From an optimization exercise on the open Yosys and OpenROAD flow, aimed at small area and a short achievable clock period; shortcuts taken in it are not production practice.
In this exercise RTL edits were held to simulation tests only and were not proved equivalent to the original.
No activity file was given, so power comes from the tool's default toggle rates.

== run A ==
==> flow/design.v (excerpt) <==
module fmtconv (
    input  wire        clk,
    input  wire        rst,           
    input  wire        in_valid,
    input  wire [3:0]  src_fmt,
    input  wire [3:0]  dst_fmt,
    input  wire [1:0]  rnd,           
    input  wire        sat,
    input  wire        strict,
    input  wire        flush,
    input  wire [31:0] in_data,
    output reg         out_valid,
    output reg  [31:0] out_data,
    output reg  [6:0]  out_flags,     
    output reg         out_range      
);
    reg        r_valid;
    reg [3:0]  r_src, r_dst;
    reg [1:0]  r_rnd;
    reg        r_sat, r_strict, r_flush;
    reg [31:0] r_data;
    always @(posedge clk) begin
        if (rst) r_valid <= 1'b0;
        else     r_valid <= in_valid;
        r_src    <= src_fmt;
        r_dst    <= dst_fmt;
        r_rnd    <= rnd;
        r_sat    <= sat;
        r_strict <= strict;
        r_flush  <= flush;
        r_data   <= in_data;
    end
    wire        d_sign, d_zero, d_inf, d_nan, d_snan, d_flushed, d_int;
    wire [31:0] d_m;
    wire [4:0]  d_lz;
    wire signed [9:0] d_ash;
    wire signed [9:0] d_eb0;
    wire        d_ecz;
    fc_decode u_dec (
        .src(r_src), .dst(r_dst), .d(r_data), .flush_eff(r_flush | ~r_strict),
        .sign(d_sign), .is_zero(d_zero), .is_inf(d_inf), .is_nan(d_nan), .is_snan(d_snan),
        .flushed(d_flushed), .is_int(d_int), .m_raw(d_m), .lz(d_lz), .ash(d_ash), .eb0(d_eb0), .ecz(d_ecz));
    reg        s1_valid, s1_bad;
    reg [3:0]  s1_dst;
    reg [1:0]  s1_rnd;
    reg        s1_sat, s1_strict, s1_flush;
    reg        s1_sign, s1_zero, s1_inf, s1_nan, s1_snan, s1_flushed, s1_int;
    reg [31:0] s1_m;
    reg [4:0]  s1_lz;
    reg signed [9:0] s1_ash;
    reg signed [9:0] s1_eb0;
    reg        s1_ecz;
    always @(posedge clk) begin
        if (rst) s1_valid <= 1'b0;
        else     s1_valid <= r_valid;
        s1_bad     <= (r_src > 4'hB) || (r_dst > 4'hB);
        s1_dst     <= r_dst;
        s1_rnd     <= r_rnd;
        s1_sat     <= r_sat;
        s1_strict  <= r_strict;
        s1_flush   <= r_flush;
        s1_sign    <= d_sign;
        s1_zero    <= d_zero;
        s1_inf     <= d_inf;
        s1_nan     <= d_nan;
        s1_snan    <= d_snan;
        s1_flushed <= d_flushed;
        s1_int     <= d_int;
        s1_m       <= d_m;
  ...
Size in the first run: roughly 89 I/O pins.
Settings: LEC_CHECK=0, ABC_AREA=1, CAP_MARGIN=20, CORE_MARGIN=2, CORE_UTILIZATION=30, CTS_CLUSTER_DIAMETER=100, CTS_CLUSTER_SIZE=25, SLEW_MARGIN=20; clock period 18.0 ns.
standard.sh (not shown) runs the stock make flow with config.mk's settings and CLKGATE_MAP_FILE= SYNTH_SCRIPT=/design/flow/synth_recipe.tcl, a recipe that flattens the netlist after the stock synthesis.
==> flow/flow/run.sh <==
#!/bin/bash
# The standard layout flow (standard.sh), with the input and output ports
# buffered by buf_2 cells instead of the delay buffers that buffer_ports
# picks by default. standard.sh's full output goes to standard.log.
export BUFFER_PORTS_ARGS="-buffer_cell sky130_fd_sc_hd__buf_2"
bash standard.sh > standard.log 2>&1
## Diff of input files: run B against run A
Settings: CORE_UTILIZATION: 30 -> 50; CTS_CLUSTER_SIZE: 25 -> unset; CTS_CLUSTER_DIAMETER: 100 -> unset.
Results
For die span in x, dividing the value from run A by the value from run B gives 1.3. Count of buffers not belonging to the clock network in the layout for run B is lower than for run A. [compare] base=run A new=run B: cell area flat; fmax down 1.7 MHz; number of global-route vias before repair up 541. There was hardly any difference in highest cell delay on the worst timing path between run A and run B. Count of cells along the worst register-to-register path (run B vs. run A) increases by more than 10%. As far as total DRC errors in the routed layout goes, run A and run B are indistinguishable; the numbers are identical.
[inputs] run C vs run B
Settings: CTS_BUF_LIST now sky130_fd_sc_hd__clkbuf_8, previously not set; CTS_CLUSTER_SIZE now 30, previously not set; CORE_UTILIZATION now 55, was 50; ABC_AREA no longer set, was 1.
==> flow/run.sh (new file) <==
#!/bin/bash
# synth_recipe.tcl (not shown) runs the flow's synth.tcl, then flattens the netlist and writes it again
# the make line also repeats each setting of config.mk as NAME=value (left out here)
make -C /OpenROAD-flow-scripts/flow DESIGN_CONFIG=/design/flow/config.mk WORK_HOME=/design/flow/orfs CLKGATE_MAP_FILE= SYNTH_SCRIPT=/design/flow/synth_recipe.tcl finish
removed: flow/flow/run.sh
removed: flow/standard.sh
From run C to run B, hold buffer count at cts did not move at all. The higher net switching fraction of the power came out of run B. Run C against run B: simple logic cell fraction of the synthesized area now smaller; relative area change from synthesis to final layout rose 1.8 points. Compared with run B, in run C number of buffers inserted during clock tree synthesis increased 13; total area of multi-input combinational cells increased about 5.4%. Run C ended up with fewer standard cells than run B. For met2 wire length, dividing the value from run B by the value from run C gives 1.06. The run showing the greater fmax is run B. Routed length on met1, run C and run B, lower one = run C. Looking at via count of the first global-routing pass across run C and run B, the one that comes out higher is run B.
Changes in run D relative to run C:
Settings: CORE_UTILIZATION: 55 -> 30; CTS_CLUSTER_SIZE: 30 -> unset; ABC_AREA: unset -> 1; CTS_BUF_LIST: sky130_fd_sc_hd__clkbuf_8 -> unset.
==> flow/flow/run.sh (new file) <==
#!/bin/bash
# The standard layout flow (standard.sh), with the input and output ports
# buffered by buf_2 cells instead of the delay buffers that buffer_ports
# picks by default. standard.sh's full output goes to standard.log.
export BUFFER_PORTS_ARGS="-buffer_cell sky130_fd_sc_hd__buf_2"
bash standard.sh > standard.log 2>&1
==> flow/standard.sh (new file) <==
#!/bin/bash
# synth_recipe.tcl (not shown) runs the flow's synth.tcl, then flattens the netlist and writes it again
# the make line also repeats each setting of config.mk as NAME=value (left out here)
make -C /OpenROAD-flow-scripts/flow DESIGN_CONFIG=/design/flow/config.mk WORK_HOME=/design/flow/orfs CLKGATE_MAP_FILE= SYNTH_SCRIPT=/design/flow/synth_recipe.tcl "${@:-finish}"
removed: flow/run.sh
Notes after the runs:
From run C to run D the numbers moved as follows: footprint of the flip-flops and latches held, total number of vias picked up an extra 293, internal power summed over all cells down about 1.2%.
Final period demand of the worst path in run D is 0.80 ns lower than in run C
Fmax: run D higher than run C

---

Setup of build 52:
Another version of the RTL of fmtconv (not shown whole).
Size: roughly 2300 cells after synthesis, ~260 flip-flops, ~89 I/O pins, roughly 18000 um^2 of cells after synthesis.
==> flow/config.mk <==
export PLATFORM = sky130hd
export DESIGN_NAME = fmtconv
export DESIGN_NICKNAME = fmtconv
export VERILOG_FILES = /design/flow/design.v
export SDC_FILE = /design/flow/constraint.sdc
export NUM_CORES = 4
export LEC_CHECK = 0
export CAP_MARGIN = 20
export CORE_MARGIN = 2
export CORE_UTILIZATION = 30
export SLEW_MARGIN = 20
==> flow/constraint.sdc <==
create_clock -name core_clock -period 18.0 [get_ports {clk}]
set_input_delay 3.6000 -clock core_clock [delete_from_list [all_inputs] [get_ports {clk}]]
set_output_delay 3.6000 -clock core_clock [all_outputs]
set_load 0.01 [all_outputs]
==> flow/flow/run.sh <==
#!/bin/bash
# The standard layout flow (standard.sh), with the input and output ports
# buffered by buf_2 cells instead of the delay buffers that buffer_ports
# picks by default. standard.sh's full output goes to standard.log.
export BUFFER_PORTS_ARGS="-buffer_cell sky130_fd_sc_hd__buf_2"
bash standard.sh > standard.log 2>&1
What build 40 does differently from build 52 at the input level:
Settings: putting CTS_CLUSTER_SIZE at 25 where nothing was set; putting CTS_CLUSTER_DIAMETER at 100 where nothing was set; putting ABC_AREA at 1 where nothing was set.
## What came out
- In build 40 relative to build 52, number of logic inverters in the finished layout had gone up by more than 100%.
- From build 52 to build 40 the numbers moved as follows: combinational power picked up an extra about 10%, sequential share of power lost 1.4 points.
- Build 40 reports its worst setup path category as reg2out while build 52 reports reg2reg.
- Largest family of logic cells by synthesized area = compound AO/OA/AOI/OAI gates: build 52; largest family of logic cells by synthesized area = simple AND/OR/NAND/NOR gates: build 40

---

fmtconv with an RTL version that a note above also has.
For scale: ~89 I/O pins, roughly 0.017 mm2 of cells after synthesis.
==> flow/config.mk <==
export PLATFORM = sky130hd
export DESIGN_NAME = fmtconv
export DESIGN_NICKNAME = fmtconv
export VERILOG_FILES = /design/flow/design.v
export SDC_FILE = /design/flow/constraint.sdc
export NUM_CORES = 4
export LEC_CHECK = 0
export CAP_MARGIN = 20
export CORE_MARGIN = 2
export CORE_UTILIZATION = 30
export SLEW_MARGIN = 20
==> flow/constraint.sdc <==
create_clock -name core_clock -period 18.0 [get_ports {clk}]
set_input_delay 3.6000 -clock core_clock [delete_from_list [all_inputs] [get_ports {clk}]]
set_output_delay 3.6000 -clock core_clock [all_outputs]
set_load 0.01 [all_outputs]
run.sh (not shown) runs the stock make flow with config.mk's settings and CLKGATE_MAP_FILE= SYNTH_SCRIPT=/design/flow/synth_recipe.tcl, a recipe that flattens the netlist after the stock synthesis.
Stock flow here: none of the scripts above is used.
The first run produced a clean layout.
Then changed:
- CORE_UTILIZATION: 30 -> 55
Clock-buffer cell count falls by 1.
Total power falls by about 1.6%.
Setup slack gets worse by 0.022 ns.
Synthesized area does not change.
Design area falls by 2.5%.
Combinational power barely changes.
Flip-flop and latch count stays the same.
Then changed:
==> flow/flow/run.sh (new file) <==
#!/bin/bash
# The standard layout flow (standard.sh), with the input and output ports
# buffered by buf_2 cells instead of the delay buffers that buffer_ports
# picks by default. standard.sh's full output goes to standard.log.
export BUFFER_PORTS_ARGS="-buffer_cell sky130_fd_sc_hd__buf_2"
bash standard.sh > standard.log 2>&1
==> flow/standard.sh (new file) <==
#!/bin/bash
# synth_recipe.tcl (not shown) runs the flow's synth.tcl, then flattens the netlist and writes it again
# the make line also repeats each setting of config.mk as NAME=value (left out here)
make -C /OpenROAD-flow-scripts/flow DESIGN_CONFIG=/design/flow/config.mk WORK_HOME=/design/flow/orfs CLKGATE_MAP_FILE= SYNTH_SCRIPT=/design/flow/synth_recipe.tcl "${@:-finish}"
- ABC_AREA: default -> 1
- CORE_UTILIZATION: 55 -> 30
- CTS_CLUSTER_DIAMETER: default -> 150
- CTS_CLUSTER_SIZE: default -> 28
removed: flow/run.sh
Outcome: Non-clock buffer count went down by 14. Critical path depth falls by 12. Sequential power drops by a few percent. Utilization goes down by 29 points. Hold slack gets better by 0.011 ns. Cell area is lower slightly. Total power goes down by a few percent.
Then changed:
- CORE_UTILIZATION: 30 -> 40
- CTS_CLUSTER_DIAMETER: 150 -> 120
- CTS_CLUSTER_SIZE: 28 -> 32
Effect:
- The new run finished clean
- critical path depth rises by 24
- setup slack got worse by 0.050 ns
- final cell count came out lower by 6.3%
- design area went down by 1.4%
- area after synthesis is unchanged
- synthesized cell count stays the same
- first-iteration DRC count goes down by 11%
- via count increases by 0.40%
- wire length came out higher by 7.9%
- die area went down by 25%
Then changed:
- CORE_UTILIZATION: 40 -> 30
What happened: Wire length shrinks by 7.4%. Die area grows by 33%. Cell count grows by 6.7%. Final area grows by 1.6%. Synthesized cell count is unchanged. Worst setup slack is better by 0.033 ns. Non-clock buffer count stays the same. Worst hold slack barely changes.

port drivers added, routing unchanged:
In the flow no input, the clock included, has a driving cell. The finished layouts below were timed again as built, in two steps. Step 1, drivers: a clkbuf_16 drives clk and a buf_2 each remaining input, both assumed. Step 2 adds t to the input delays and takes it off the output delays; t is the mean of the earliest and latest rising clock arrival at the registers after step 1. Input paths then give back, and output paths get back, about the clock's delay inside the block. Three values: ideal ports, drivers, drivers and shift; two values: the first two.
| run | t, ns | slack for setup (ns) | hold slack, ns | worst slew at a driven data input, ns | cell pins on the clock port's net |
|---|---|---|---|---|---|
| run A | 0.572 | 13.408 / 13.353 / 13.541 | 0.334 / 0.334 / 0.334 | 0.04 | 1 |
| run B | 0.619 | 13.373 / 13.315 / 13.590 | 0.321 / 0.321 / 0.321 | 0.03 | 1 |
| run C | 0.627 | 12.599 / 12.599 / 12.599 | 0.324 / 0.324 / 0.324 | 0.03 | 1 |
| run D | 0.599 | 13.401 / 13.343 / 13.592 | 0.327 / 0.327 / 0.327 | 0.04 | 1 |
| build 52 | 0.621 | 12.962 / 12.962 / 12.962 | 0.321 / 0.321 / 0.321 | 0.03 | 1 |
| build 40 | 0.603 | 13.413 / 13.361 / 13.724 | 0.332 / 0.332 / 0.332 | 0.05 | 1 |
| the first run of note 3 | 0.623 | 12.641 / 12.641 / 12.641 | 0.324 / 0.324 / 0.324 | 0.04 | 1 |
| the second run of note 3 | 0.593 | 12.619 / 12.619 / 12.619 | 0.324 / 0.324 / 0.324 | 0.03 | 1 |
| the third run of note 3 | 0.558 | 13.436 / 13.375 / 13.543 | 0.335 / 0.335 / 0.335 | 0.04 | 1 |
| the fourth run of note 3 | 0.555 | 13.386 / 13.342 / 13.386 | 0.338 / 0.338 / 0.338 | 0.04 | 1 |
| the fifth run of note 3 | 0.550 | 13.418 / 13.362 / 13.544 | 0.338 / 0.338 / 0.338 | 0.04 | 1 |
After both steps every run listed still meets setup and hold.
